This is an optimization exercise on Yosys and OpenROAD, whose aim is small area, a short achievable clock period and few clock cycles per item, not a production implementation. Function was not checked in any run shown here: the RTL went through the layout flow alone. Power figures rest on the tool's default switching activity, not on a simulated workload.

<file path="design/flow/constraint.sdc">
create_clock -name core_clock -period 18.0 [get_ports {clk}]
set_input_delay 3.6000 -clock core_clock [delete_from_list [all_inputs] [get_ports {clk}]]
set_output_delay 3.6000 -clock core_clock [all_outputs]
set_load 0.01 [all_outputs]
</file>
<file path="design/flow/config.mk">
export PLATFORM = sky130hd
export DESIGN_NAME = mx_narrow
export DESIGN_NICKNAME = mx_narrow
export VERILOG_FILES = /design/flow/design.v
export SDC_FILE = /design/flow/constraint.sdc
export NUM_CORES = 4
export LEC_CHECK = 0
export CAP_MARGIN = 20
export CORE_MARGIN = 2
export CORE_UTILIZATION = 65
export CTS_BUF_LIST = sky130_fd_sc_hd__clkbuf_8 sky130_fd_sc_hd__clkbuf_16
export CTS_CLUSTER_DIAMETER = 60
export CTS_CLUSTER_SIZE = 24
export PLACE_DENSITY = 0.75
export SLEW_MARGIN = 20
</file>
<file path="design/flow/standard.sh">
#!/bin/bash
# synth_recipe.tcl (not shown) runs the flow's synth.tcl, then flattens the netlist and writes it again
# the make line also repeats each setting of config.mk as NAME=value (left out here)
make -C /OpenROAD-flow-scripts/flow DESIGN_CONFIG=/design/flow/config.mk WORK_HOME=/design/flow/orfs CLKGATE_MAP_FILE= SYNTH_SCRIPT=/design/flow/synth_recipe.tcl "${@:-finish}"
</file>
<file path="design/flow/flow/run.sh">
#!/bin/bash
# Standard ORFS layout, with timing repair asked to leave extra setup slack.
set -euo pipefail
bash standard.sh SETUP_SLACK_MARGIN=13.5 BUFFER_PORTS_ARGS=-buffer_cell\ sky130_fd_sc_hd__buf_1 finish > standard_make.log 2>&1
</file>
<file path="design/flow/design.v">
module mx_narrow (
    input  wire        clk,
    input  wire        rst,
    input  wire        in_valid,
    output wire        in_ready,
    input  wire [31:0] in_data,
    input  wire [3:0]  in_fmt,
    output wire        out_valid,
    input  wire        out_ready,
    output wire [7:0]  out_elem,
    output wire [7:0]  out_scale,
    output wire        out_last
);
    function f_is_fp;   input [2:0] f; f_is_fp = ~(f[2] & f[1]); endfunction
    function f_is_fp8;  input [2:0] f; f_is_fp8 = (f[2:1] == 2'd0); endfunction
    function [3:0] f_bias;
        input [2:0] f;
        case (f)
        3'd0: f_bias = 4'd7;
        3'd1: f_bias = 4'd15;
        3'd2: f_bias = 4'd1;
        3'd3: f_bias = 4'd3;
        3'd4: f_bias = 4'd1;
        default: f_bias = 4'd0;
        endcase
    endfunction
    function [3:0] f_emax;
        input [2:0] f;
        case (f)
        3'd0: f_emax = 4'd8;
        3'd1: f_emax = 4'd15;
        3'd2: f_emax = 4'd2;
        3'd3: f_emax = 4'd4;
        3'd4: f_emax = 4'd2;
        default: f_emax = 4'd0;
        endcase
    endfunction
    function [4:0] f_ca;
        input [2:0] f;
        case (f)
        3'd0: f_ca = 5'd15;
        3'd1: f_ca = 5'd30;
        3'd2: f_ca = 5'd3;
        3'd3: f_ca = 5'd7;
        3'd4: f_ca = 5'd3;
        default: f_ca = 5'd0;
        endcase
    endfunction
    function [2:0] f_c2;
        input [2:0] f;
        case (f)
        3'd0: f_c2 = 3'd4;
        3'd1: f_c2 = 3'd5;
        3'd2: f_c2 = 3'd4;
        3'd3: f_c2 = 3'd5;
        3'd4: f_c2 = 3'd6;
        default: f_c2 = 3'd0;
        endcase
    endfunction
    function [6:0] f_maxenc;
        input [2:0] f;
        case (f)
        3'd0: f_maxenc = 7'h7E;
        3'd1: f_maxenc = 7'h7B;
        3'd2: f_maxenc = 7'h1F;
        3'd3: f_maxenc = 7'h1F;
        3'd4: f_maxenc = 7'h07;
        default: f_maxenc = 7'h7F;
        endcase
    endfunction
    function [1:0] f_mbits;
        input [2:0] f;
        case (f)
        3'd0: f_mbits = 2'd3;
        3'd1: f_mbits = 2'd2;
        3'd2: f_mbits = 2'd3;
        3'd3: f_mbits = 2'd2;
        3'd4: f_mbits = 2'd1;
        default: f_mbits = 2'd0;
        endcase
    endfunction
    reg [4:0] ph;        
    reg [4:0] wj;        
    reg [4:0] rj;        
    reg       dv;        
    reg       in_rdy;
    assign in_ready = in_rdy;
    wire in_fire    = in_valid & in_rdy;
    wire completing = in_fire & (wj == 5'd31);
    reg [31:0] s1_d;
    reg        s1_v;
    reg        s1_int;     
    reg [2:0]  ff;         
    wire [2:0] in_fc = (in_fmt >= 4'd4 && in_fmt <= 4'd8) ? in_fmt[2:0] - 3'd4 : 3'd6;
    wire        p_sg = s1_d[31];
    wire [7:0]  p_e  = s1_d[30:23];
    wire [22:0] p_m  = s1_d[22:0];
    wire        s1_mnz = |p_m;
    reg [7:0] f_mc;  reg f_n;                     
    reg [7:0] c_mc;  reg c_n;  reg [2:0] c_f;     
    reg [7:0] d_mc;  reg d_n;  reg [2:0] d_f;     
    wire [7:0] in_e   = in_data[30:23];
    wire       in_e1  = &in_e;
    wire       in_mnz = |in_data[22:0];
    wire       in_nan = in_e1 & in_mnz;
    wire [7:0] in_eff = in_e1 ? (in_mnz ? 8'd0 : 8'd254) : in_e;
    wire [7:0] t_em   = {4'd0, f_emax(ff)};
    wire [7:0] t_cm   = ((wj == 5'd1) & (t_em > f_mc)) ? t_em : f_mc;
    wire       t_gt   = in_e1 ? (~in_mnz & (t_cm != 8'd255) & (t_cm != 8'd254)) : (in_e > t_cm);
    wire [7:0] new_mc = ((wj == 5'd0) | t_gt) ? in_eff : t_cm;
    wire       new_n  = in_nan | (f_n & (wj != 5'd0));
    wire [4:0] p_g = {|p_m[22:19], |p_m[18:15], |p_m[14:11], |p_m[10:7], |p_m[6:5]};
    wire       p_sub = |p_g;      
    wire [4:0] p_gh = p_g & ~{1'b0, p_g[4], |p_g[4:3], |p_g[4:2], |p_g[4:1]};
    wire [7:0] p_w  = ({8{p_gh[4]}} & p_m[22:15]) | ({8{p_gh[3]}} & p_m[18:11]) |
                      ({8{p_gh[2]}} & p_m[14:7])  | ({8{p_gh[1]}} & p_m[10:3])  |
                      ({8{p_gh[0]}} & {p_m[6:0], 1'b0});
    wire       p_ws = (p_gh[4] & |p_m[14:0]) | (p_gh[3] & |p_m[10:0]) |
                      (p_gh[2] & |p_m[6:0])  | (p_gh[1] & |p_m[2:0]);
    wire [2:0] p_gi = {p_gh[0], p_gh[2] | p_gh[1], p_gh[3] | p_gh[1]};
    wire [3:0] p_lh = p_w[7:4] & ~{1'b0, p_w[7], |p_w[7:6], |p_w[7:5]};
    wire [3:0] p_f  = ({4{p_lh[3]}} & p_w[6:3]) | ({4{p_lh[2]}} & p_w[5:2]) |
                      ({4{p_lh[1]}} & p_w[4:1]) | ({4{p_lh[0]}} & p_w[3:0]);
    wire       p_st_sub = p_ws | (p_lh[3] & |p_w[2:0]) | (p_lh[2] & |p_w[1:0]) | (p_lh[1] & p_w[0]);
    wire [1:0] p_li = {p_lh[1] | p_lh[0], p_lh[2] | p_lh[0]};
    wire [7:0] p_l = 8'd0 - {3'd0, p_gi, p_li};
    reg [7:0] p_ec;
    reg [7:0] p_lo;
    always @(*) begin
        if (p_e == 8'hFF) begin
            if (s1_mnz) begin
                p_ec = 8'hFF; p_lo = 8'h00;
            end else begin
                p_ec = 8'hFE; p_lo = s1_int ? 8'hFF : 8'hF8;
            end
        end else if (p_e == 8'h00) begin
            if (s1_int) begin
                p_ec = p_m[22] ? 8'hFF : 8'h00;
                p_lo = {p_m[21:15], |p_m[14:0]};
            end else if (p_sub) begin
                p_ec = p_l;
                p_lo = {p_f, p_st_sub, 1'b1, 2'b00};
            end else begin
                p_ec = 8'h00; p_lo = 8'h00;
            end
        end else begin
            p_ec = p_e;
            p_lo = s1_int ? {p_m[22:16], |p_m[15:0]} : {p_m[22:19], |p_m[18:0], 3'b000};
        end
    end
    wire [16:0] pack = {p_sg, p_ec, p_lo};
    reg [17*31-1:0] ring;
    wire [16:0] ring_rd  = ring[17*30-1 -: 17];    
    wire [16:0] ring_top = ring[17*31-1 -: 17];
    always @(posedge clk) begin
        ring <= {ring[17*30-1:0], s1_v ? pack : s1_d[16:0]};
    end
    reg        a0_sg, a0_h, a0_nan;
    reg [9:0]  a0_e;
    reg [7:0]  a0_lo;
    reg        a0_v, a0_cplt, a0_first, a0_last;
    reg        b_v, b_last;
    reg        b_sg, b_rnd, b_nan;
    reg [6:0]  b_kept;
    reg [4:0]  b_ef;
    reg        o_v, o_last;
    reg [7:0]  o_elem, o_scale;
    assign out_valid = o_v;
    assign out_elem  = o_elem;
    assign out_scale = o_scale;
    assign out_last  = o_last;
    wire adv     = ~o_v | out_ready;
    wire a0_go   = a0_v & a0_cplt & adv;
    wire rd_base = (ph + 5'd2 == rj) & (dv | (rj != wj));
    wire rd_r0   = rd_base & (~a0_v | (a0_cplt & ~o_v));
    wire rd_r1   = rd_base & a0_cplt;
    wire rd      = rd_r0 | (rd_r1 & out_ready);
    wire [2:0]  r_f  = dv ? c_f : ff;
    wire        r_fp = f_is_fp(r_f);
    wire [7:0]  r_ec = ring_rd[15:8];
    wire [7:0]  r_lo = ring_rd[7:0];
    wire        r_flag = r_fp & r_lo[2];
    wire        r_zero = r_fp & (r_ec == 8'd0) & ~r_lo[2];
    wire        r_nan  = r_fp & (r_ec == 8'hFF) & ~r_lo[2];
    wire [9:0]  r_e    = {{2{r_flag & r_ec[7]}}, r_ec & {8{r_fp | (r_ec != 8'hFF)}}};
    wire [9:0]  r_ea   = r_e + {5'd0, f_ca(r_f)};
    wire        r_h    = r_fp ? ~r_zero : (r_ec != 8'd0);
    wire [2:0]  x_f  = a0_first ? c_f  : d_f;
    wire [7:0]  x_mc = a0_first ? c_mc : d_mc;
    wire        x_fp = f_is_fp(x_f);
    wire [2:0]  x_c2 = f_c2(x_f);
    wire        x_sg   = a0_sg;
    wire [7:0]  x_lo   = a0_lo;
    wire        x_zero = x_fp & ~a0_h;
    wire        x_nan  = a0_nan;
    wire [7:0]  x_sig  = x_fp ? (a0_h ? {1'b1, x_lo[7:4], 3'b000} : 8'd0)
                              : {a0_h, x_lo[7:1]};
    wire        x_st   = x_fp ? x_lo[3] : x_lo[0];
    wire signed [9:0] x_w  = $signed(a0_e) - $signed({2'd0, x_mc});
    wire              x_norm = x_fp & ~x_zero & ~x_w[9] & (x_w != 10'sd0);
    wire [3:0]        x_t  = {1'b0, x_c2} + 4'd1 - x_w[3:0];
    wire              x_big = x_w < ($signed({7'd0, x_c2}) - 10'sd8);
    wire [3:0]        x_sh = x_norm ? {1'b0, x_c2} : (x_big ? 4'd9 : x_t);
    wire [4:0]        x_ef = x_norm ? x_w[4:0] : 5'd0;
    wire [16:0] x_wide   = {x_sig, 9'd0} >> x_sh;
    wire [6:0]  x_kept   = x_wide[15:9];
    wire        x_guard  = x_wide[8];
    wire        x_sticky = (|x_wide[7:0]) | x_st;
    wire        x_rnd    = x_guard & (x_sticky | x_kept[0]);
    wire        y_fp   = f_is_fp(d_f);
    wire [1:0]  y_mb   = f_mbits(d_f);
    wire [6:0]  y_max  = f_maxenc(d_f);
    wire        y_bnan = d_n & ~f_is_fp8(d_f);
    wire [6:0]  y_kept   = b_kept;
    wire        y_rnd    = b_rnd;
    reg  [6:0]  y_enc;           
    always @(*) begin
        case (y_mb)
        2'd3:    y_enc = {b_ef[3:0], y_kept[2:0]};
        2'd2:    y_enc = {b_ef, y_kept[1:0]};
        default: y_enc = {1'b0, b_ef, y_kept[0]};
        endcase
    end
    wire        y_isat = (y_kept == 7'd127) & y_rnd;
    wire [7:0]  y_base = y_fp ? {1'b0, y_enc} : (b_sg ? {1'b1, ~y_kept} : {1'b0, y_kept});
    wire        y_cin  = y_fp ? y_rnd : (b_sg ^ y_rnd);
    wire [7:0]  y_sum  = y_base + {7'd0, y_cin};
    wire        y_fsat = y_sum > {1'b0, y_max};
    reg  [7:0]  y_fel;
    always @(*) begin
        y_fel = {1'b0, y_fsat ? y_max : y_sum[6:0]};
        case (d_f)
        3'd2, 3'd3: y_fel[5] = b_sg;
        3'd4:       y_fel[3] = b_sg;
        default:    y_fel[7] = b_sg;
        endcase
    end
    wire [7:0]  y_iel = y_isat ? (b_sg ? 8'h81 : 8'h7F) : y_sum;
    wire [7:0]  y_el  = y_bnan ? 8'h00 :
                        (b_nan & f_is_fp8(d_f)) ? 8'h7F :
                        y_fp ? y_fel : y_iel;
    wire [7:0]  y_s   = d_mc - {4'd0, f_emax(d_f)};
    wire [4:0] wj_1 = wj + 5'd1;
    wire [4:0] rj_1 = rj + 5'd1;
    wire [4:0] wj_n = in_fire ? wj_1 : wj;
    wire [4:0] rj_n = rd ? rj_1 : rj;
    wire       dv_n = completing ? 1'b1 : (rd & (rj == 5'd31)) ? 1'b0 : dv;
    wire [4:0] ph2  = ph + 5'd2;
    wire       r00 = (ph2 == wj)   & (~dv | (wj != rj));
    wire       r01 = (ph2 == wj)   & (~(dv & (rj != 5'd31)) | (wj != rj_1));
    wire       r10 = (ph2 == wj_1) & ((wj == 5'd31) ? (wj_1 != rj) : (~dv | (wj_1 != rj)));
    wire       r11 = (ph2 == wj_1) & ((wj == 5'd31) ? (wj != rj) : (~(dv & (rj != 5'd31)) | (wj != rj)));
    wire       rdy_n = in_fire ? (rd ? r11 : r10) : (rd ? r01 : r00);
    always @(posedge clk) begin
        s1_d     <= {in_data[31:17], in_fire ? in_data[16:0] : ring_top};
        s1_int   <= ~f_is_fp((wj == 5'd0) ? in_fc : ff);
        if (in_fire & (wj == 5'd0)) ff <= in_fc;
        if (in_fire) begin
            f_mc <= new_mc;
            f_n  <= new_n;
        end
        if (completing) begin
            c_mc <= new_mc;
            c_n  <= new_n;
            c_f  <= ff;
        end
        if (rd) begin
            a0_sg    <= ring_rd[16];
            a0_e     <= r_ea;
            a0_lo    <= r_lo;
            a0_h     <= r_h;
            a0_nan   <= r_nan;
            a0_first <= (rj == 5'd0);
            a0_last  <= (rj == 5'd31);
        end
        if (a0_go & a0_first) begin
            d_mc <= c_mc;
            d_n  <= c_n;
            d_f  <= c_f;
        end
        if (adv) begin
            b_last  <= a0_last;
            b_sg    <= x_sg;
            b_rnd   <= x_rnd;
            b_nan   <= x_nan;
            b_kept  <= x_kept;
            b_ef    <= x_ef;
            o_last  <= b_last;
            o_elem  <= y_el;
            o_scale <= y_bnan ? 8'hFF : y_s;
        end
        if (rst) begin
            ph     <= 5'd31;
            wj     <= 5'd0;
            rj     <= 5'd0;
            dv     <= 1'b0;
            in_rdy <= 1'b1;
            s1_v   <= 1'b0;
            a0_v   <= 1'b0;
            b_v    <= 1'b0;
            o_v    <= 1'b0;
        end else begin
            ph     <= ph + 5'd1;
            wj     <= wj_n;
            rj     <= rj_n;
            dv     <= dv_n;
            in_rdy <= rdy_n;
            s1_v   <= in_fire;
            if (rd) begin
                a0_v    <= 1'b1;
                a0_cplt <= dv | completing;
            end else begin
                if (a0_go) a0_v <= 1'b0;
                if (completing) a0_cplt <= 1'b1;
            end
            if (adv) begin
                b_v <= a0_v & a0_cplt;
                o_v <= b_v;
            end
        end
    end
endmodule
</file>
==> results of run 1 <==
## per-layer routing
layer | vias to the layer above | share of wire, % | global-route usage [%] | wire length (um)
met1 | 5740 | 43 | 32.6 | 17400
met3 | 101 | 5.9 | 3.90 | 2370
li1 | 5751 | - | - | -
met2 | 425 | 48 | 38.0 | 19100
met4 | 0 | 3.0 | 7.29 | 1220
met5 | - | 0 | 0 | 0
## flip-flops by register name (all words and copies together) (netlist names), 3 cells and up
| signal | flops |
|---|---|
| f_mc | 8 |
| ph | 5 |
| rj | 5 |
| d_mc | 8 |
| d_f | 3 |
| a0_e | 10 |
| c_mc | 8 |
| o_scale | 8 |
| b_ef | 5 |
| ring | 527 |
| b_kept | 7 |
| ff | 3 |
| a0_lo | 8 |
| c_f | 3 |
| o_elem | 8 |
| wj | 5 |
| s1_d | 32 |
## where the power goes
part           internal, mW  switching, mW  total [mW]
Clock                 0.438          0.491       0.929
Combinational        0.0619         0.0867       0.149
Sequential             1.69         0.0670        1.76
## cell usage in the layout, fill, tap and decap left out, drive strengths merged, types with 55 or more instances in the layout
cell type	n
inv	67
o21ai	65
buf	95
dfxtp	581
ha	55
a21oi	85
nand2	147
nor2	93
clkbuf	66
edfxtp	93
## path summary, 6_finish.rpt
check                           startpoint        end  slack [ns]  depth (start not counted)
worst min-delay path             ring[458]  ring[475]        0.31                          0
worst max-delay path            in_data[7]    c_mc[3]       13.19                         10
worst max register to register       ff[1]    f_mc[0]       13.41                         18
worst min register to register   ring[458]  ring[475]        0.31                          0
## worst reg2reg max path: stages (launching register included)
cell	delay [ns]
edfxtp_1	0.54
xor2_1	0.22
mux2_2	0.30
ha_1	0.30
nor2b_1	0.15
o21a_1	0.17
o21a_1	0.16
o21ai_1	0.38
mux2i_1	0.65
ha_4	0.31
a21o_1	0.16
a21oi_2	0.13
o21ai_2	0.07
a21oi_2	0.14
o21ai_2	0.08
o311ai_4	0.07
nand3_2	0.16
and3_4	0.18
a41o_1	0.21
## cells by family (layout without fill, tap and decap cells)
group	Yosys count	in the layout	share of synthesized area, %
AOI/OAI and AO/OA	265	266	8.72
xor gates and xnor gates	65	65	2.82
adders and majority gates	59	59	3.80
buffers and inverters	102	233	2.07
DFF	674	674	71.4
muxes	34	34	1.73
and+or+nand+nor	405	409	9.46
## cell type report
class / count / area share (%)
well taps: 396 / 2.14
repair buffers: 121 / 3.73
clock buffers: 40 / 4.33
flip-flops and latches: 674 / 62.4
inverters: 53 / 0.930
clock inverters: 19 / 0.979
multi-input cells: 833 / 25.5
## repair_timing
item / CTS / global route
gates resized for setup: 45 / 93
setup endpoints to repair: 135 / 108
pin swaps: 20 / 22
buffers inserted: 32 / 27
cloned: 2 / 4
==> impl_metrics.tcl, run 1 <==
set metrics [dict create \
    diodes 0 \
    hold-worst-slack_ns 0.310 \
    start_util_pct 66.0 \
    cp_common_cell "buf_6" \
    max_freq_mhz 208 \
    cp-end-kind "register" \
    track_usage_pct 23.5 \
    power.leakage_nw 9.47 \
    status "no timing/DRC/antenna violations" \
    yosysMostFrequentCell "dfxtp_1" \
    synth_top_area_share_pct 57.6 \
    ir_drop_uv 109 \
    clock-skew-final_ns 0.0273 \
    rsz0062_at_grt "yes" \
    drt_iter0_markers 913 \
    setup_ws_ns 13.19 \
    num_vias 12000 \
    crit_buf_inv 4 \
    finalPower_mw 2.84 \
    ioPinCount 59 \
    ant_nets 0 \
    hold_violations 0 \
    critical_path.top_delay_family "simple AND/OR/NAND/NOR gates" \
    min_path_type "reg -> reg" \
    antenna_found_initial 1 \
    cts_tree "done" \
    grt_pass1_vias 11400 \
    ys_seq_area_share_pct 71.4 \
    htreeDepth 2 \
    synth_cells 1604 \
    synth_edf_count 93 \
    layoutNonFillerInstCount 2136 \
    cap_violations 0 \
    powerDensity_nw_per_um2 123 \
    synth_cell_types 83 \
    grt_max_degree 34 \
    ys.flop_type "dfxtp_1" \
    async_reset_ff_share_pct 0 \
    drv_slew 0 \
    hold_buffers 0 \
    die_y_um 180 \
    wl_per_cell_um 18.7 \
    register_area_um2 14400 \
    wl_um 40000 \
    vias_per_cell 5.63 \
    fill_cells 1904 \
    syn-num-nets 1703 \
    ys_warn_count 1 \
    drc_errors 0 \
    dp_cells 2012 \
    path_class "in -> reg" \
    setup_violations 0 \
    finalCriticalPeriod_ns 4.81 \
    root_buffer "clkbuf_16" \
    final_layout_size_suffix_gt1_share_pct 14.9 \
    fp.dieArea_um2 32500 \
    synth-seq-cells 674 \
    critical-path-max-stage-delay_ns 0.27 \
    crit_arrival_ns 5.08 \
    synth_top_cells_by_area "dfxtp_1 58%, edfxtp_1 14%, ha_1 3.4%, nand2_1 2.7%, a21oi_1 2.0%" \
    syn_to_final_growth_pct 14.5 \
    worstPathRequired_ns 18.27 \
    fin_area_um2 23100 \
    yosys-top-cells-count "581 x dfxtp_1, 146 x nand2_1, 93 x edfxtp_1, 92 x nor2_1, 81 x a21oi_1" \
    place_congestion 0.968 \
    syn_area_um2 20200 \
    die_w_um 180 \
    dpl_worst_slack_ns 11.53 \
    cpMaxStageDelayCell "nor4_1" \
    maxSlewHeadroom_pct 32.9 \
    clk_latency_ns 0.56 \
    cts.path.max_buffers 3 \
    numCtsBuffers 39 \
    synth_top_area_cell "dfxtp_1" \
    start_kind "primary input" \
    clkSinkCount 674 \
    hpwl_um 24700 \
    worst_pin_slew_ns 1.01 \
    fin_crit_sh_pct 26.7 \
    grt_first_pass_wirelength_um 61000 \
    core_area_um2 30600 \
    cp_max_fo 6 \
    final.setup.tns_ns 0 \
    worstPathCellList "buf_1, nor4_1, nand2_1, buf_6, nor3_4, o41ai_4, nand3_2, buf_6, buf_6, o21ai_2" \
    syn-mean-instance-area_um2 12.6 \
    place_area_um2 20800 \
    rows 64 \
    multi_input_area_um2 5910 \
    dr.pass1.iters 5 \
    io_buffers 58 \
    fin_nets 1821 \
    path_clk_slew_ns 0.09 \
    grt-ovfl-total 0 \
    fin_util_pct 75.6 \
]
==> inputs of run 2 (changes only) <==
--- a/design/flow/design.v
+++ b/design/flow/design.v
@@ -97,5 +97,5 @@
     wire [22:0] p_m  = s1_d[22:0];
     wire        s1_mnz = |p_m;
-    reg [7:0] f_mc;  reg f_n;                     
+    reg [7:0] f_mc;  reg f_n;  reg f_inf;         
     reg [7:0] c_mc;  reg c_n;  reg [2:0] c_f;     
     reg [7:0] d_mc;  reg d_n;  reg [2:0] d_f;     
@@ -104,10 +104,12 @@
     wire       in_mnz = |in_data[22:0];
     wire       in_nan = in_e1 & in_mnz;
-    wire [7:0] in_eff = in_e1 ? (in_mnz ? 8'd0 : 8'd254) : in_e;
+    wire       in_inf = in_e1 & ~in_mnz;
     wire [7:0] t_em   = {4'd0, f_emax(ff)};
     wire [7:0] t_cm   = ((wj == 5'd1) & (t_em > f_mc)) ? t_em : f_mc;
-    wire       t_gt   = in_e1 ? (~in_mnz & (t_cm != 8'd255) & (t_cm != 8'd254)) : (in_e > t_cm);
-    wire [7:0] new_mc = ((wj == 5'd0) | t_gt) ? in_eff : t_cm;
+    wire       k_gt  = in_e > t_cm;
+    wire       t_sel  = (wj == 5'd0) | (~in_e1 & k_gt);
+    wire [7:0] new_mc = t_sel ? (in_e & {8{~in_e1}}) : t_cm;
     wire       new_n  = in_nan | (f_n & (wj != 5'd0));
+    wire       new_inf = in_inf | (f_inf & (wj != 5'd0));
     wire [4:0] p_g = {|p_m[22:19], |p_m[18:15], |p_m[14:11], |p_m[10:7], |p_m[6:5]};
     wire       p_sub = |p_g;      
@@ -259,7 +261,8 @@
             f_mc <= new_mc;
             f_n  <= new_n;
+            f_inf <= new_inf;
         end
         if (completing) begin
-            c_mc <= new_mc;
+            c_mc <= new_inf ? 8'd254 : new_mc;
             c_n  <= new_n;
             c_f  <= ff;
==> impl_metrics.tcl, run 2 <==
set metrics [dict create \
    dp_cells 1985 \
    rows 64 \
    grt-ovfl-total 0 \
    synth_top_area_share_pct 57.8 \
    p_switching_mw 0.653 \
    htreeDepth 2 \
    worstPathCellList "buf_8, ha_4, nor2b_4, o21a_1, o21ai_1, nand2b_1, a21oi_2, o21ai_2, a32oi_4, buf_12, mux2i_4, or2_4" \
    path_class "in -> reg" \
    synth_edf_count 94 \
    finalCriticalPeriod_ns 5.07 \
    wl_met1_um 17300 \
    worst_pin_slew_ns 1.00 \
    diodes 0 \
    ys.flop_type "dfxtp_1" \
    critical-path-max-stage-delay_ns 0.26 \
    dr.max_layer_used "met5" \
    hold_path_end "ring[196]" \
    ir_drop_uv 122 \
    p_sw_share_pct 23.0 \
    numCtsBuffers 40 \
    wl_met2_um 18700 \
    start_util_pct 65.9 \
    register_area_um2 14500 \
    place_congestion 0.880 \
    clk_latency_ns 0.56 \
    crit_arrival_ns 5.38 \
    setup_violations 0 \
    layout_common_cells "579 x dfxtp_1, 142 x nand2_1, 94 x edfxtp_1, 87 x nor2_1, 76 x a21oi_1" \
    cap_violations 0 \
    dr.pass1.iters 5 \
    syn_area_um2 20100 \
    drt_iter0_markers 806 \
    ys_warn_count 1 \
    fin_nets 1790 \
    clock-skew-final_ns 0.0268 \
    p_comb_share_pct 5.0 \
    num_vias 11600 \
    synth_top_cells_by_area "dfxtp_1 58%, edfxtp_1 14%, ha_1 3.4%, nand2_1 2.7%, a21oi_1 1.9%" \
    cp-end-kind "register" \
    grt_first_pass_wirelength_um 60700 \
    r2r_slack_ns 13.17 \
    maxSlewHeadroom_pct 32.7 \
    path_clk_slew_ns 0.08 \
    hold_path.startpoint "ring[179]" \
    final_layout_size_suffix_gt1_share_pct 13.8 \
    fp.dieArea_um2 32400 \
    die_w_um 180 \
    holdPathStages 0 \
    grt_pass1_vias 11300 \
    rsz0062_at_grt "yes" \
    synth_top_area_cell "dfxtp_1" \
    ioPinCount 59 \
    hpwl_um 24600 \
    power.leakage_nw 9.35 \
    wl_met3_um 2050 \
    io_buffers 58 \
    ys_seq_area_share_pct 71.8 \
    async_reset_ff_share_pct 0 \
    internal_power_mw 2.19 \
    p_seq_share_pct 62.1 \
    hold_buffers 0 \
    powerDensity_nw_per_um2 124 \
    hold_violations 0 \
    cpMaxStageDelayCell "ha_4" \
    yosysMostFrequentCell "dfxtp_1" \
    grt_max_degree 35 \
    worstPathRequired_ns 18.31 \
    regMostFlops "ring" \
    yosys-top-cells-count "581 x dfxtp_1, 146 x nand2_1, 94 x edfxtp_1, 91 x nor2_1, 77 x a21oi_1" \
    fin_area_um2 22900 \
    clkPwrFrac_pct 32.9 \
    antenna_found_initial 4 \
    fin_crit_sh_pct 28.2 \
    syn-mean-instance-area_um2 12.8 \
    cts_tree "done" \
    clkSinkCount 675 \
    wl_per_cell_um 18.6 \
    synth_cell_types 79 \
    cts.path.max_buffers 3 \
    r2r-start "ff[1]" \
    syn_to_final_growth_pct 13.9 \
    cp_max_fo 6 \
    wl_um 39100 \
    core_area_um2 30500 \
    multi_input_area_um2 5700 \
    reg2reg_to "c_mc[5]" \
    root_buffer "clkbuf_16" \
    drc_errors 0 \
    synth_cells 1572 \
    synth-seq-cells 675 \
    top_regs "ring x527, s1_d x32, a0_e x10" \
    vias_per_cell 5.51 \
    final.setup.tns_ns 0 \
    ant_nets 0 \
    layoutNonFillerInstCount 2104 \
    final_common_cell "dfxtp_1" \
    place_area_um2 20800 \
    hold-worst-slack_ns 0.325 \
    largest_register_ffs 527 \
    status "no timing/DRC/antenna violations" \
    rr_worst_depth 19 \
    syn-num-nets 1671 \
    min_path_type "reg -> reg" \
    drv_slew 0 \
    start_kind "primary input" \
    fill_cells 1952 \
    die_y_um 180 \
    track_usage_pct 23.7 \
    max_freq_mhz 197 \
    finalPower_mw 2.84 \
]
-- run 2: layer usage --
layer | vias up | GRT usage [%]
met2 | 339 | 38.4
li1 | 5631 | -
met5 | - | 0
met4 | 2 | 7.48
met3 | 79 | 3.97
met1 | 5546 | 33.1
-- run 2: cells by family (layout without fill, tap and decap cells) --
kind of cell | after synthesis | after routing | share of synthesized area [%]
xor+xnor | 65 | 65 | 2.83
flops | 675 | 675 | 71.8
simple gates | 405 | 408 | 9.61
fa+ha+maj | 59 | 59 | 3.82
compound gates | 236 | 236 | 7.82
buf+inv | 90 | 223 | 1.85
mux | 42 | 42 | 2.24
-- run 2: area by class of cell --
cell class	count	area share (%)
Timing Repair Buffer	118	3.58
Inverter	45	0.808
Sequential cell	675	63.1
Tap cell	396	2.16
Multi-Input combinational cell	810	24.9
Clock inverter	19	1.07
Clock buffer	40	4.37
Timing Repair inverter	1	0.0382
-- run 2: worst max path at each step --
stage,start,end,depth (start not counted)
floorplan,out_ready,rj[3],8
global placement,in_valid,a0_cplt,6
detailed placement,in_valid,a0_cplt,6
CTS,in_data[24],c_mc[1],12
global route,in_data[24],c_mc[1],12
finish,in_data[24],c_mc[1],12
-- run 2: stage by stage --
step / worst slack [ns] / util (%)
global route: 12.87 / 75.1
detailed placement: 11.61 / 68.2
floorplan: 12.41 / -
CTS: 12.94 / 73.9
global placement: 11.67 / 68.2
finish: 12.93 / 75.1
-- run 2: critical path: cells and delay by family --
family                     cells  cell delay, ns
buffers and inverters          2            0.30
muxes                          1            0.18
and+or+nand+nor                3            0.46
adders and majority gates      1            0.26
AOI/OAI and AO/OA              5            0.59
-- run 2: power by group through the flow --
stage / combinational, mW / sequential (mW) / clock, mW
after floorplan: 0.0938 / 1.76 / 0
after global placement: 0.120 / 1.79 / 0
after detailed placement: 0.121 / 1.79 / 0
after CTS: 0.135 / 1.77 / 0.952
after global routing: 0.157 / 1.78 / 1.01
final: 0.143 / 1.76 / 0.935
-- run 2: repair_timing --
item                                    in CTS  in global routing
gates resized for setup                     46                 45
endpoints found under the setup margin     136                 89
setup buffers                               29                 25
pin swaps                                   17                 16
hold endpoints to repair                     0                  0
gates cloned                                 4                  2
==> inputs of run 3 (changes only) <==
--- a/design/flow/design.v
+++ b/design/flow/design.v
@@ -107,5 +107,13 @@
     wire [7:0] t_em   = {4'd0, f_emax(ff)};
     wire [7:0] t_cm   = ((wj == 5'd1) & (t_em > f_mc)) ? t_em : f_mc;
-    wire       k_gt  = in_e > t_cm;
+    wire [7:0] k_g = in_e & ~t_cm;
+    wire [7:0] k_e = ~(in_e ^ t_cm);
+    wire       k_g10 = k_g[7] | (k_e[7] & k_g[6]);   wire k_e10 = k_e[7] & k_e[6];
+    wire       k_g32 = k_g[5] | (k_e[5] & k_g[4]);   wire k_e32 = k_e[5] & k_e[4];
+    wire       k_g54 = k_g[3] | (k_e[3] & k_g[2]);   wire k_e54 = k_e[3] & k_e[2];
+    wire       k_g76 = k_g[1] | (k_e[1] & k_g[0]);
+    wire       k_ga  = k_g10 | (k_e10 & k_g32);      wire k_ea = k_e10 & k_e32;
+    wire       k_gb  = k_g54 | (k_e54 & k_g76);
+    wire       k_gt  = k_ga | (k_ea & k_gb);
     wire       t_sel  = (wj == 5'd0) | (~in_e1 & k_gt);
     wire [7:0] new_mc = t_sel ? (in_e & {8{~in_e1}}) : t_cm;
==> impl_metrics.tcl, run 3 <==
set metrics [dict create \
    synth_top_area_cell "dfxtp_1" \
    root_buffer "clkbuf_16" \
    cp-end-kind "register" \
    cap_violations 0 \
    synth_cell_types 84 \
    r2r_slack_ns 13.50 \
    vias_per_cell 5.50 \
    power.leakage_nw 9.39 \
    regMostFlops "ring" \
    fin_crit_sh_pct 27.1 \
    grt.met1_usage_pct 31.9 \
    holdPathStages 0 \
    grt_max_degree 35 \
    setup.worst_path.end "c_mc[6]" \
    numCtsBuffers 40 \
    grt-ovfl-total 0 \
    synth_top_cells_by_area "dfxtp_1 58%, edfxtp_1 14%, ha_1 3.4%, nand2_1 2.5%, mux2i_1 1.8%" \
    critical-path-max-stage-delay_ns 0.26 \
    diodes 0 \
    ioPinCount 59 \
    powerDensity_nw_per_um2 123 \
    top_usage_layer "met2" \
    fill_cells 1886 \
    hpwl_um 24000 \
    layout_common_cells "579 x dfxtp_1, 131 x nand2_1, 94 x edfxtp_1, 80 x nor2_1, 60 x a21oi_1" \
    drv_slew 0 \
    top_regs "ring x527, s1_d x32, a0_e x10" \
    maxSlewHeadroom_pct 32.3 \
    wl_um 38400 \
    reg2reg_to "c_mc[6]" \
    fp.dieArea_um2 32300 \
    drc_errors 0 \
    core_area_um2 30500 \
    cts.path.max_buffers 3 \
    crit_arrival_ns 5.32 \
    setup_ws_ns 13.12 \
    final.setup.tns_ns 0 \
    track_usage_pct 23.0 \
    clkSinkCount 675 \
    synth_edf_count 94 \
    worstPathCellList "buf_4, ha_2, a21o_1, a21o_1, a21oi_2, o21ai_2, a21boi_4, buf_6, mux2i_2, nand2b_1" \
    finalPower_mw 2.82 \
    ir_drop_uv 132 \
    ys_seq_area_share_pct 71.9 \
    syn_area_um2 20100 \
    num_vias 11500 \
    start_kind "primary input" \
    use_met3_pct 4.42 \
    cp_common_cell "a21o_1" \
    ys.flop_type "dfxtp_1" \
    async_reset_ff_share_pct 0 \
    wl_per_cell_um 18.4 \
    syn-mean-instance-area_um2 12.9 \
    setup_violations 0 \
    syn_to_final_growth_pct 13.8 \
    largest_register_ffs 527 \
    fin_area_um2 22900 \
    place_congestion 0.916 \
    synth_top_area_share_pct 57.9 \
    die_y_um 180 \
    cts_tree "done" \
    path_clk_slew_ns 0.09 \
    synth-seq-cells 675 \
    place_area_um2 20800 \
    finalCriticalPeriod_ns 4.88 \
    dpl_worst_slack_ns 11.62 \
    clock-skew-final_ns 0.0463 \
    critical_path.top_delay_family "compound AO/OA/AOI/OAI gates" \
    grt_first_pass_wirelength_um 59100 \
    ys_warn_count 1 \
    grt_pass1_vias 11100 \
    ant_nets 0 \
    drt_iter0_markers 899 \
    start_util_pct 65.8 \
    met2_usage_pct 37.6 \
    final_layout_size_suffix_gt1_share_pct 14.6 \
    fin_nets 1774 \
    htreeDepth 2 \
    r2r-start "ff[1]" \
    status "no timing/DRC/antenna violations" \
    dr.pass1.iters 5 \
    crit_buf_inv 2 \
    syn-num-nets 1654 \
    max_freq_mhz 205 \
    final_common_cell "dfxtp_1" \
    rsz0062_at_grt "yes" \
    path_depth 10 \
    rows 64 \
    hold_buffers 0 \
    hold_violations 0 \
    worstPathRequired_ns 18.43 \
    yosysMostFrequentCell "dfxtp_1" \
    clk_latency_ns 0.57 \
    yosys-top-cells-count "581 x dfxtp_1, 135 x nand2_1, 94 x edfxtp_1, 85 x nor2_1, 65 x a21oi_1" \
    crit_path_start "in_data[27]" \
    antenna_found_initial 3 \
    cp_max_fo 4 \
    io_buffers 58 \
    die_w_um 180 \
    min_path_type "reg -> reg" \
    cpMaxStageDelayCell "mux2i_2" \
    synth_cells 1556 \
    path_class "in -> reg" \
    rr_worst_depth 17 \
    worst_pin_slew_ns 1.02 \
]
-- run 3: worst min path at each step --
stage          startpoint        end
2_1_floorplan    ring[83]  ring[100]
3_3_place_gp    ring[198]  ring[215]
3_5_place_dp    ring[380]  ring[397]
4_1_cts          ring[63]   ring[80]
5_1_grt          ring[47]   ring[64]
6_report        ring[272]  ring[289]
-- run 3: layout make-up --
type                       count  area (um2)  area share [%]
clock inverter                19         219           0.958
inverter                      50         204           0.892
sequential                   675       14500            63.2
clock buffer                  40        1000            4.38
timing repair buffer         115         768            3.36
multi-input combinational    793        5710            25.0
tap                          396         495            2.17
timing repair inverter         1        8.76          0.0383
-- run 3: per-stage QoR --
step           util [%]  hold WS (ns)  instances
2_1_floorplan         -         0.310       1556
3_3_place_gp       68.1         0.310       1970
3_5_place_dp       68.1         0.312       1970
4_1_cts            73.2         0.321       2053
5_1_grt            74.9         0.327       2089
6_report           74.9         0.320       2089
-- run 3: report_power, final --
part | switching [mW] | internal (mW)
sequential | 0.0667 | 1.70
combinational | 0.0795 | 0.0608
clock | 0.491 | 0.423
-- run 3: cell families (layout without fill, tap and decap cells) --
family | Yosys count | after routing | synth area share [%]
XOR/XNOR | 67 | 67 | 3.00
AO/OA/AOI/OAI | 241 | 241 | 8.10
adder cells (fa/ha/maj) | 58 | 58 | 3.76
flip-flops | 675 | 675 | 71.9
multiplexers | 46 | 46 | 2.37
buffers and inverters | 92 | 225 | 1.82
AND/OR/NAND/NOR | 377 | 381 | 9.00
-- run 3: timing repair --
action,CTS,global route
resized for setup,38,72
pin swaps,11,28
endpoints found under the hold margin,0,0
setup endpoints to repair,131,77
cloned,2,4
buffers inserted,22,32
-- run 3: metal layers --
layer | vias up | part of all wire [%]
met5 | - | 0
li1 | 5578 | -
met3 | 55 | 6.5
met1 | 5457 | 44
met4 | 0 | 1.8
met2 | 390 | 48
==> inputs of run 4 (changes only) <==
--- a/design/flow/design.v
+++ b/design/flow/design.v
@@ -97,12 +97,13 @@
     wire [22:0] p_m  = s1_d[22:0];
     wire        s1_mnz = |p_m;
-    reg [7:0] f_mc;  reg f_n;  reg f_inf;         
+    reg [7:0] f_mc;  reg f_n;                     
     reg [7:0] c_mc;  reg c_n;  reg [2:0] c_f;     
-    reg [7:0] d_mc;  reg d_n;  reg [2:0] d_f;     
+    reg       c_busy;    
+    reg       f_done;    
     wire [7:0] in_e   = in_data[30:23];
     wire       in_e1  = &in_e;
     wire       in_mnz = |in_data[22:0];
     wire       in_nan = in_e1 & in_mnz;
-    wire       in_inf = in_e1 & ~in_mnz;
+    wire [7:0] in_eff = in_e1 ? (in_mnz ? 8'd0 : 8'd254) : in_e;
     wire [7:0] t_em   = {4'd0, f_emax(ff)};
     wire [7:0] t_cm   = ((wj == 5'd1) & (t_em > f_mc)) ? t_em : f_mc;
@@ -116,8 +117,8 @@
     wire       k_gb  = k_g54 | (k_e54 & k_g76);
     wire       k_gt  = k_ga | (k_ea & k_gb);
-    wire       t_sel  = (wj == 5'd0) | (~in_e1 & k_gt);
-    wire [7:0] new_mc = t_sel ? (in_e & {8{~in_e1}}) : t_cm;
+    wire       t_gt   = in_e1 ? (~in_mnz & (t_cm != 8'd255) & (t_cm != 8'd254)) : k_gt;
+    wire       t_sel  = (wj == 5'd0) | t_gt;
+    wire [7:0] new_mc = t_sel ? in_eff : t_cm;
     wire       new_n  = in_nan | (f_n & (wj != 5'd0));
-    wire       new_inf = in_inf | (f_inf & (wj != 5'd0));
     wire [4:0] p_g = {|p_m[22:19], |p_m[18:15], |p_m[14:11], |p_m[10:7], |p_m[6:5]};
     wire       p_sub = |p_g;      
@@ -170,5 +171,7 @@
     reg [7:0]  a0_lo;
     reg        a0_v, a0_cplt, a0_first, a0_last;
-    reg        b_v, b_last;
+    reg        b_v, b_last, b_first;
+    reg [2:0]  b_f;      
+    reg        b_bnan;   
     reg        b_sg, b_rnd, b_nan;
     reg [6:0]  b_kept;
@@ -182,4 +185,7 @@
     wire adv     = ~o_v | out_ready;
     wire a0_go   = a0_v & a0_cplt & adv;
+    wire c_free  = ~c_busy | (a0_go & a0_last);
+    wire c_load_new = completing & c_free;
+    wire c_load_f   = f_done & c_free;
     wire rd_base = (ph + 5'd2 == rj) & (dv | (rj != wj));
     wire rd_r0   = rd_base & (~a0_v | (a0_cplt & ~o_v));
@@ -196,6 +202,6 @@
     wire [9:0]  r_ea   = r_e + {5'd0, f_ca(r_f)};
     wire        r_h    = r_fp ? ~r_zero : (r_ec != 8'd0);
-    wire [2:0]  x_f  = a0_first ? c_f  : d_f;
-    wire [7:0]  x_mc = a0_first ? c_mc : d_mc;
+    wire [2:0]  x_f  = c_f;
+    wire [7:0]  x_mc = c_mc;
     wire        x_fp = f_is_fp(x_f);
     wire [2:0]  x_c2 = f_c2(x_f);
@@ -218,8 +224,8 @@
     wire        x_sticky = (|x_wide[7:0]) | x_st;
     wire        x_rnd    = x_guard & (x_sticky | x_kept[0]);
-    wire        y_fp   = f_is_fp(d_f);
-    wire [1:0]  y_mb   = f_mbits(d_f);
-    wire [6:0]  y_max  = f_maxenc(d_f);
-    wire        y_bnan = d_n & ~f_is_fp8(d_f);
+    wire        y_fp   = f_is_fp(b_f);
+    wire [1:0]  y_mb   = f_mbits(b_f);
+    wire [6:0]  y_max  = f_maxenc(b_f);
+    wire        y_bnan = b_bnan;
     wire [6:0]  y_kept   = b_kept;
     wire        y_rnd    = b_rnd;
@@ -240,5 +246,5 @@
     always @(*) begin
         y_fel = {1'b0, y_fsat ? y_max : y_sum[6:0]};
-        case (d_f)
+        case (b_f)
         3'd2, 3'd3: y_fel[5] = b_sg;
         3'd4:       y_fel[3] = b_sg;
@@ -248,7 +254,7 @@
     wire [7:0]  y_iel = y_isat ? (b_sg ? 8'h81 : 8'h7F) : y_sum;
     wire [7:0]  y_el  = y_bnan ? 8'h00 :
-                        (b_nan & f_is_fp8(d_f)) ? 8'h7F :
+                        (b_nan & f_is_fp8(b_f)) ? 8'h7F :
                         y_fp ? y_fel : y_iel;
-    wire [7:0]  y_s   = d_mc - {4'd0, f_emax(d_f)};
+    wire [7:0]  y_s   = (c_n & ~f_is_fp8(c_f)) ? 8'hFF : (c_mc - {4'd0, f_emax(c_f)});
     wire [4:0] wj_1 = wj + 5'd1;
     wire [4:0] rj_1 = rj + 5'd1;
@@ -269,9 +275,8 @@
             f_mc <= new_mc;
             f_n  <= new_n;
-            f_inf <= new_inf;
         end
-        if (completing) begin
-            c_mc <= new_inf ? 8'd254 : new_mc;
-            c_n  <= new_n;
+        if (c_load_new | c_load_f) begin
+            c_mc <= (c_load_new & t_sel) ? in_eff : (c_load_new ? t_cm : f_mc);
+            c_n  <= c_load_new ? new_n : f_n;
             c_f  <= ff;
         end
@@ -285,11 +290,9 @@
             a0_last  <= (rj == 5'd31);
         end
-        if (a0_go & a0_first) begin
-            d_mc <= c_mc;
-            d_n  <= c_n;
-            d_f  <= c_f;
-        end
         if (adv) begin
             b_last  <= a0_last;
+            b_first <= a0_first;
+            b_f     <= c_f;
+            b_bnan  <= c_n & ~f_is_fp8(c_f);
             b_sg    <= x_sg;
             b_rnd   <= x_rnd;
@@ -299,5 +302,5 @@
             o_last  <= b_last;
             o_elem  <= y_el;
-            o_scale <= y_bnan ? 8'hFF : y_s;
+            if (b_first) o_scale <= y_s;
         end
         if (rst) begin
@@ -307,4 +310,6 @@
             dv     <= 1'b0;
             in_rdy <= 1'b1;
+            c_busy <= 1'b0;
+            f_done <= 1'b0;
             s1_v   <= 1'b0;
             a0_v   <= 1'b0;
@@ -317,4 +322,6 @@
             dv     <= dv_n;
             in_rdy <= rdy_n;
+            c_busy <= c_load_new | c_load_f | (c_busy & ~(a0_go & a0_last));
+            f_done <= (completing & ~c_free) | (f_done & ~c_free);
             s1_v   <= in_fire;
             if (rd) begin
==> impl_metrics.tcl, run 4 <==
set metrics [dict create \
    synth_top_area_cell "dfxtp_1" \
    io_buffers 58 \
    hold_buffers 0 \
    rsz0062_at_grt "yes" \
    power.leakage_nw 9.28 \
    top_regs "ring x527, s1_d x32, a0_e x10" \
    vias_per_cell 5.53 \
    critical_path.top_delay_family "compound AO/OA/AOI/OAI gates" \
    wl_per_cell_um 19.5 \
    fin_util_pct 75.2 \
    wl_um 41000 \
    final_layout_size_suffix_gt1_share_pct 13.1 \
    layoutNonFillerInstCount 2104 \
    hpwl_um 25600 \
    ir_drop_uv 111 \
    dpl_worst_slack_ns 11.82 \
    syn_area_um2 20000 \
    numCtsBuffers 42 \
    holdPathStages 0 \
    layout_common_cells "581 x dfxtp_1, 129 x nand2_1, 86 x edfxtp_1, 81 x nor2_1, 75 x a21oi_1" \
    drt_iter0_markers 956 \
    cp-end-kind "register" \
    synth_simple_gate_area_share_pct 9.16 \
    htreeDepth 2 \
    async_reset_ff_share_pct 0 \
    cts.path.max_buffers 3 \
    root_buffer "clkbuf_16" \
    synth.mux.area_fraction_pct 2.19 \
    final.setup.tns_ns 0 \
    num_vias 11600 \
    grt_first_pass_wirelength_um 63500 \
    clock-skew-final_ns 0.0377 \
    yosysMostFrequentCell "dfxtp_1" \
    min_path_type "reg -> reg" \
    fin_crit_sh_pct 27.6 \
    grt_max_degree 28 \
    p_sw_share_pct 23.7 \
    synth-xor-area-share_pct 3.07 \
    hold_path_end "ring[352]" \
    p_seq_share_pct 60.5 \
    p_comb_share_pct 5.1 \
    largest_register_ffs 527 \
    ioPinCount 59 \
    ys_seq_area_share_pct 71.4 \
    die_w_um 179 \
    crit_arrival_ns 5.27 \
    setup_violations 0 \
    syn-num-nets 1675 \
    synth_top_area_share_pct 58.5 \
    synth_top_family_by_area "simple AND/OR/NAND/NOR gates" \
    start_util_pct 65.6 \
    rows 64 \
    r2r_slack_ns 13.41 \
    final_common_cell "dfxtp_1" \
    worst_pin_slew_ns 1.07 \
    reg2reg_to "c_mc[1]" \
    powerDensity_nw_per_um2 126 \
    clkSinkCount 669 \
    yosys-top-cells-count "583 x dfxtp_1, 138 x nand2_1, 86 x edfxtp_1, 82 x nor2_1, 79 x a21oi_1" \
    status "no timing/DRC/antenna violations" \
    hold_violations 0 \
    cp_max_fo 5 \
    cpMaxStageDelayCell "mux2_4" \
    cts_tree "done" \
    synth_edf_count 86 \
    crit_buf_inv 1 \
    cap_violations 0 \
    ys.flop_type "dfxtp_1" \
    path_class "in -> reg" \
    grt-ovfl-total 0 \
    rr_worst_depth 17 \
    maxSlewHeadroom_pct 28.7 \
    fin_nets 1782 \
    worstPathCellList "buf_8, ha_4, a31o_4, a21oi_2, o211ai_1, o211ai_1, nand3_4, mux2i_2, mux2_4" \
    grt_pass1_vias 11400 \
    cp_common_cell "o211ai_1" \
    hold_path.startpoint "ring[335]" \
    ys_warn_count 1 \
    fin_area_um2 22900 \
    synth_top_cells_by_area "dfxtp_1 58%, edfxtp_1 13%, ha_1 3.3%, nand2_1 2.6%, a21oi_1 2.0%" \
    worstPathRequired_ns 18.31 \
    clk_latency_ns 0.58 \
    dr.pass1.iters 6 \
    critical-path-max-stage-delay_ns 0.31 \
    antenna_found_initial 3 \
    syn-mean-instance-area_um2 12.6 \
    synth_cells 1578 \
    setup_ws_ns 13.03 \
    internal_power_mw 2.20 \
    syn_to_final_growth_pct 14.6 \
    fp.dieArea_um2 32100 \
    clkPwrFrac_pct 34.4 \
    track_usage_pct 26.1 \
    dp_cells 1990 \
    path_clk_slew_ns 0.09 \
    drv_slew 0 \
    max_freq_mhz 201 \
    finalPower_mw 2.89 \
    place_congestion 0.884 \
    synth-compound-area-share_pct 8.33 \
    start_kind "primary input" \
    ant_nets 0 \
    regMostFlops "ring" \
    synth-seq-cells 669 \
    finalCriticalPeriod_ns 4.97 \
    r2r-start "ff[1]" \
    place_area_um2 20700 \
    core_area_um2 30400 \
    hold-worst-slack_ns 0.309 \
    yosys.area_share.adder_pct 3.76 \
    drc_errors 0 \
    p_switching_mw 0.685 \
    die_y_um 179 \
    synth_cell_types 77 \
]
run 4: cell types whose count changed in the layout (fill, tap and decap cells not counted), sizes merged, moves of 7 or more:
cell	delta
a21oi	+14
buf	-10
edfxtp	-8
inv	+13
mux2i	-15
o211ai	+7
run 4: layout make-up:
type	instances	area, um2
repair inverters	1	8.76
well taps	396	495
clock inverters	21	295
repair buffers	104	751
inverters	62	245
multi-input cells	805	5720
diodes	2	5.00
clock buffers	44	1090
fillers	1933	7560
flip-flops and latches	669	14300
run 4: worst max-delay path by stage:
stage | cells after the start | from | slack (ns) | endpoint
after CTS | 9 | in_data[24] | 13.07 | c_mc[1]
after global routing | 9 | in_data[28] | 12.96 | c_mc[3]
after detailed placement | 8 | in_data[3] | 11.82 | c_mc[3]
after floorplan | 9 | out_ready | 12.53 | rj[3]
after global placement | 8 | in_data[3] | 11.88 | c_mc[1]
final | 9 | in_data[24] | 13.03 | c_mc[1]
run 4: repair_timing:
action,in CTS,in global routing
pin swaps,19,15
gates resized for setup,74,42
buffers inserted,27,16
gates cloned,3,0
endpoints found under the setup margin,116,89
run 4: kinds of logic after synthesis:
| family | after synthesis |
|---|---|
| buffers and inverters | 106 |
| DFF | 669 |
| and+or+nand+nor | 384 |
| adders and majority gates | 57 |
| xor gates and xnor gates | 69 |
| AOI/OAI and AO/OA | 255 |
| muxes | 38 |
run 4: power groups by stage:
| stage | logic, mW | registers, mW | clock network [mW] |
|---|---|---|---|
| floorplan | 0.0971 | 1.74 | 0 |
| global placement | 0.123 | 1.77 | 0 |
| detailed placement | 0.126 | 1.77 | 0 |
| CTS | 0.141 | 1.75 | 1.00 |
| global route | 0.162 | 1.76 | 1.06 |
| finish | 0.147 | 1.75 | 0.994 |
run 4: metal layers:
| metal | part of all wire (%) | GRT usage (%) |
|---|---|---|
| met3 | 5.1 | 4.28 |
| met4 | 2.0 | 6.55 |
| met2 | 50 | 45.7 |
| met5 | 0 | 0 |
| met1 | 43 | 33.8 |
==> inputs of run 5 (changes only) <==
--- a/design/flow/design.v
+++ b/design/flow/design.v
@@ -108,16 +108,6 @@
     wire [7:0] t_em   = {4'd0, f_emax(ff)};
     wire [7:0] t_cm   = ((wj == 5'd1) & (t_em > f_mc)) ? t_em : f_mc;
-    wire [7:0] k_g = in_e & ~t_cm;
-    wire [7:0] k_e = ~(in_e ^ t_cm);
-    wire       k_g10 = k_g[7] | (k_e[7] & k_g[6]);   wire k_e10 = k_e[7] & k_e[6];
-    wire       k_g32 = k_g[5] | (k_e[5] & k_g[4]);   wire k_e32 = k_e[5] & k_e[4];
-    wire       k_g54 = k_g[3] | (k_e[3] & k_g[2]);   wire k_e54 = k_e[3] & k_e[2];
-    wire       k_g76 = k_g[1] | (k_e[1] & k_g[0]);
-    wire       k_ga  = k_g10 | (k_e10 & k_g32);      wire k_ea = k_e10 & k_e32;
-    wire       k_gb  = k_g54 | (k_e54 & k_g76);
-    wire       k_gt  = k_ga | (k_ea & k_gb);
-    wire       t_gt   = in_e1 ? (~in_mnz & (t_cm != 8'd255) & (t_cm != 8'd254)) : k_gt;
-    wire       t_sel  = (wj == 5'd0) | t_gt;
-    wire [7:0] new_mc = t_sel ? in_eff : t_cm;
+    wire       t_gt   = in_e1 ? (~in_mnz & (t_cm != 8'd255) & (t_cm != 8'd254)) : (in_e > t_cm);
+    wire [7:0] new_mc = ((wj == 5'd0) | t_gt) ? in_eff : t_cm;
     wire       new_n  = in_nan | (f_n & (wj != 5'd0));
     wire [4:0] p_g = {|p_m[22:19], |p_m[18:15], |p_m[14:11], |p_m[10:7], |p_m[6:5]};
@@ -276,7 +266,11 @@
             f_n  <= new_n;
         end
-        if (c_load_new | c_load_f) begin
-            c_mc <= (c_load_new & t_sel) ? in_eff : (c_load_new ? t_cm : f_mc);
-            c_n  <= c_load_new ? new_n : f_n;
+        if (c_load_new) begin
+            c_mc <= new_mc;
+            c_n  <= new_n;
+            c_f  <= ff;
+        end else if (c_load_f) begin
+            c_mc <= f_mc;
+            c_n  <= f_n;
             c_f  <= ff;
         end
==> impl_metrics.tcl, run 5 <==
set metrics [dict create \
    r2r_slack_ns 12.92 \
    grt_max_degree 37 \
    rsz0062_at_grt "yes" \
    async_reset_ff_share_pct 0 \
    final_common_cell "dfxtp_1" \
    cts_tree "done" \
    ant_nets 0 \
    finalCriticalPeriod_ns 5.30 \
    critical-path-max-stage-delay_ns 0.26 \
    synth_top_area_cell "dfxtp_1" \
    p_switching_mw 0.655 \
    largest_register_ffs 527 \
    synth_top_area_share_pct 58.4 \
    hold_violations 0 \
    fin_nets 1799 \
    start_util_pct 65.7 \
    die_y_um 179 \
    place_congestion 0.907 \
    grt_pass1_vias 11900 \
    internal_power_mw 2.14 \
    synth_cells 1609 \
    core_area_um2 30400 \
    rr_worst_depth 20 \
    max_freq_mhz 189 \
    regMostFlops "ring" \
    dr.pass1.iters 6 \
    hold-worst-slack_ns 0.323 \
    cp-end-kind "register" \
    fin_crit_sh_pct 29.4 \
    yosys-top-cells-count "583 x dfxtp_1, 126 x nand2_1, 111 x nor2_1, 89 x a21oi_1, 86 x edfxtp_1" \
    synth_cell_types 75 \
    p_sw_share_pct 23.4 \
    path_class "in -> reg" \
    clkSinkCount 669 \
    fin_util_pct 74.4 \
    dpl_worst_slack_ns 11.69 \
    hold_path.startpoint "ring[408]" \
    ir_drop_uv 120 \
    setup_ws_ns 12.70 \
    crit_path_start "in_data[24]" \
    die_w_um 179 \
    cpMaxStageDelayCell "mux2_2" \
    place_area_um2 20700 \
    ys_warn_count 1 \
    setup_violations 0 \
    syn-mean-instance-area_um2 12.4 \
    power.leakage_nw 9.22 \
    worstPathCellList "buf_8, ha_4, nor2b_4, o21a_1, o21ai_1, nand2b_1, a21oi_1, o21ai_1, o311ai_2, nand3_2, and3_4, a41o_1, mux2_2" \
    antenna_found_initial 1 \
    final.setup.tns_ns 0 \
    layout_common_cells "580 x dfxtp_1, 119 x nand2_1, 105 x nor2_1, 86 x edfxtp_1, 85 x a21oi_1" \
    ys_seq_area_share_pct 71.3 \
    clkPwrFrac_pct 31.7 \
    cts.path.max_buffers 3 \
    r2r-start "ff[1]" \
    io_buffers 58 \
    drv_slew 0 \
    syn_to_final_growth_pct 13.2 \
    drt_iter0_markers 934 \
    critical_path.top_delay_family "compound AO/OA/AOI/OAI gates" \
    reg2reg_to "c_mc[0]" \
    path_clk_slew_ns 0.09 \
    clk_latency_ns 0.56 \
    track_usage_pct 26.9 \
    crit_arrival_ns 5.61 \
    synth-seq-cells 669 \
    p_seq_share_pct 62.7 \
    final_layout_size_suffix_gt1_share_pct 11.8 \
    cp_common_cell "o21ai_1" \
    ioPinCount 59 \
    rows 64 \
    synth_edf_count 86 \
    top_regs "ring x527, s1_d x32, a0_e x10" \
    grt-ovfl-total 0 \
    grt_first_pass_wirelength_um 65600 \
    worst_pin_slew_ns 1.10 \
    p_comb_share_pct 5.6 \
    path_depth 13 \
    wl_um 42600 \
    root_buffer "clkbuf_16" \
    start_kind "primary input" \
    yosysMostFrequentCell "dfxtp_1" \
    crit_buf_inv 1 \
    numCtsBuffers 37 \
    syn-num-nets 1707 \
    worstPathRequired_ns 18.31 \
    fin_area_um2 22600 \
    synth_top_cells_by_area "dfxtp_1 58%, edfxtp_1 13%, ha_1 3.3%, nand2_1 2.4%, a21oi_1 2.2%" \
    htreeDepth 2 \
    clock-skew-final_ns 0.0357 \
    wl_per_cell_um 20.2 \
    fp.dieArea_um2 32200 \
    maxSlewHeadroom_pct 26.6 \
    status "no timing/DRC/antenna violations" \
    syn_area_um2 20000 \
    cap_violations 0 \
    drc_errors 0 \
    vias_per_cell 5.61 \
    num_vias 11800 \
    powerDensity_nw_per_um2 124 \
    min_path_type "reg -> reg" \
    ys.flop_type "dfxtp_1" \
    cp_max_fo 3 \
    setup.worst_path.end "c_mc[0]" \
    hpwl_um 27100 \
]
[run 5: cells by family after synthesis]
group,after synthesis,synth area share [%]
AOI/OAI and AO/OA,270,8.77
buffers and inverters,111,2.13
and+or+nand+nor,404,9.50
xor gates and xnor gates,68,2.98
adders and majority gates,58,3.82
DFF,669,71.3
muxes,29,1.53
[run 5: power groups by stage]
stage / sequential [mW] / combinational [mW] / clock [mW]
5_1_grt: 1.77 / 0.171 / 0.949
6_report: 1.75 / 0.157 / 0.886
2_1_floorplan: 1.74 / 0.0946 / 0
3_5_place_dp: 1.78 / 0.127 / 0
4_1_cts: 1.75 / 0.145 / 0.899
3_3_place_gp: 1.77 / 0.125 / 0
[run 5: layout make-up]
| cell class | instances | area (um2) |
|---|---|---|
| antenna | 1 | 2.50 |
| clock buffer | 38 | 940 |
| clock inverter | 16 | 203 |
| fill | 1970 | 7800 |
| inverter | 63 | 244 |
| multi-input combinational | 831 | 5750 |
| sequential | 669 | 14300 |
| tap | 396 | 495 |
| timing repair buffer | 99 | 741 |
[run 5: how the worst min path moves through the flow]
stage                           end  depth (start not counted)
after floorplan           ring[100]                          0
final                     ring[425]                          0
after global routing      ring[386]                          0
after CTS                 ring[425]                          0
after global placement    ring[112]                          0
after detailed placement  ring[151]                          0
[run 5: per-stage QoR]
step           instances  total power, mW
6_report            2113             2.80
5_1_grt             2112             2.89
4_1_cts             2100             2.80
3_5_place_dp        2018             1.91
3_3_place_gp        2018             1.89
2_1_floorplan       1609             1.84
[run 5: repair_timing]
action	4_1_cts	5_1_grt
buffers inserted	24	12
gates cloned	4	0
endpoints found under the setup margin	84	71
hold endpoints to repair	0	0
pin swaps	17	14
hold buffers	0	0
gates resized for setup	67	58
[run 5: metal layers]
layer	share of wire, %	track usage (%)
met5	0	0
met4	3.6	10.0
met1	41	33.6
met2	50	47.4
met3	5.6	3.97

==> static timing again, ports no longer ideal <==
How much do the figures lean on ideal ports? The routed layouts below were timed once more, with nothing changed but the port constraints. Step 1: set_driving_cell puts a clkbuf_16 on clk and a buf_2 on each other input, an assumption about the parent block. Step 2 also shifts input and output timing later by t, the mid clock arrival at the registers, as if the neighbouring blocks saw the same clock. a / b / c = ideal / step 1 / step 2; a / b = the first two.
run	shift t [ns]	setup WS [ns]	worst setup path after step 2	worst data-port slew with drivers (ns)
run 1	0.593	13.188 / 13.196 / 12.602	input to register	0.08
run 2	0.601	12.930 / 12.937 / 12.337	input to register	0.07
run 3	0.599	13.116 / 13.148 / 12.549	input to register	0.07
run 4	0.611	13.034 / 13.046 / 12.435	input to register	0.07
run 5	0.594	12.701 / 12.702 / 12.108	input to register	0.09
After both steps setup and hold are still met in every run listed. The setup slack of run 4, which loses most, moves by +0.012 ns with the drivers and by -0.599 ns with both steps.
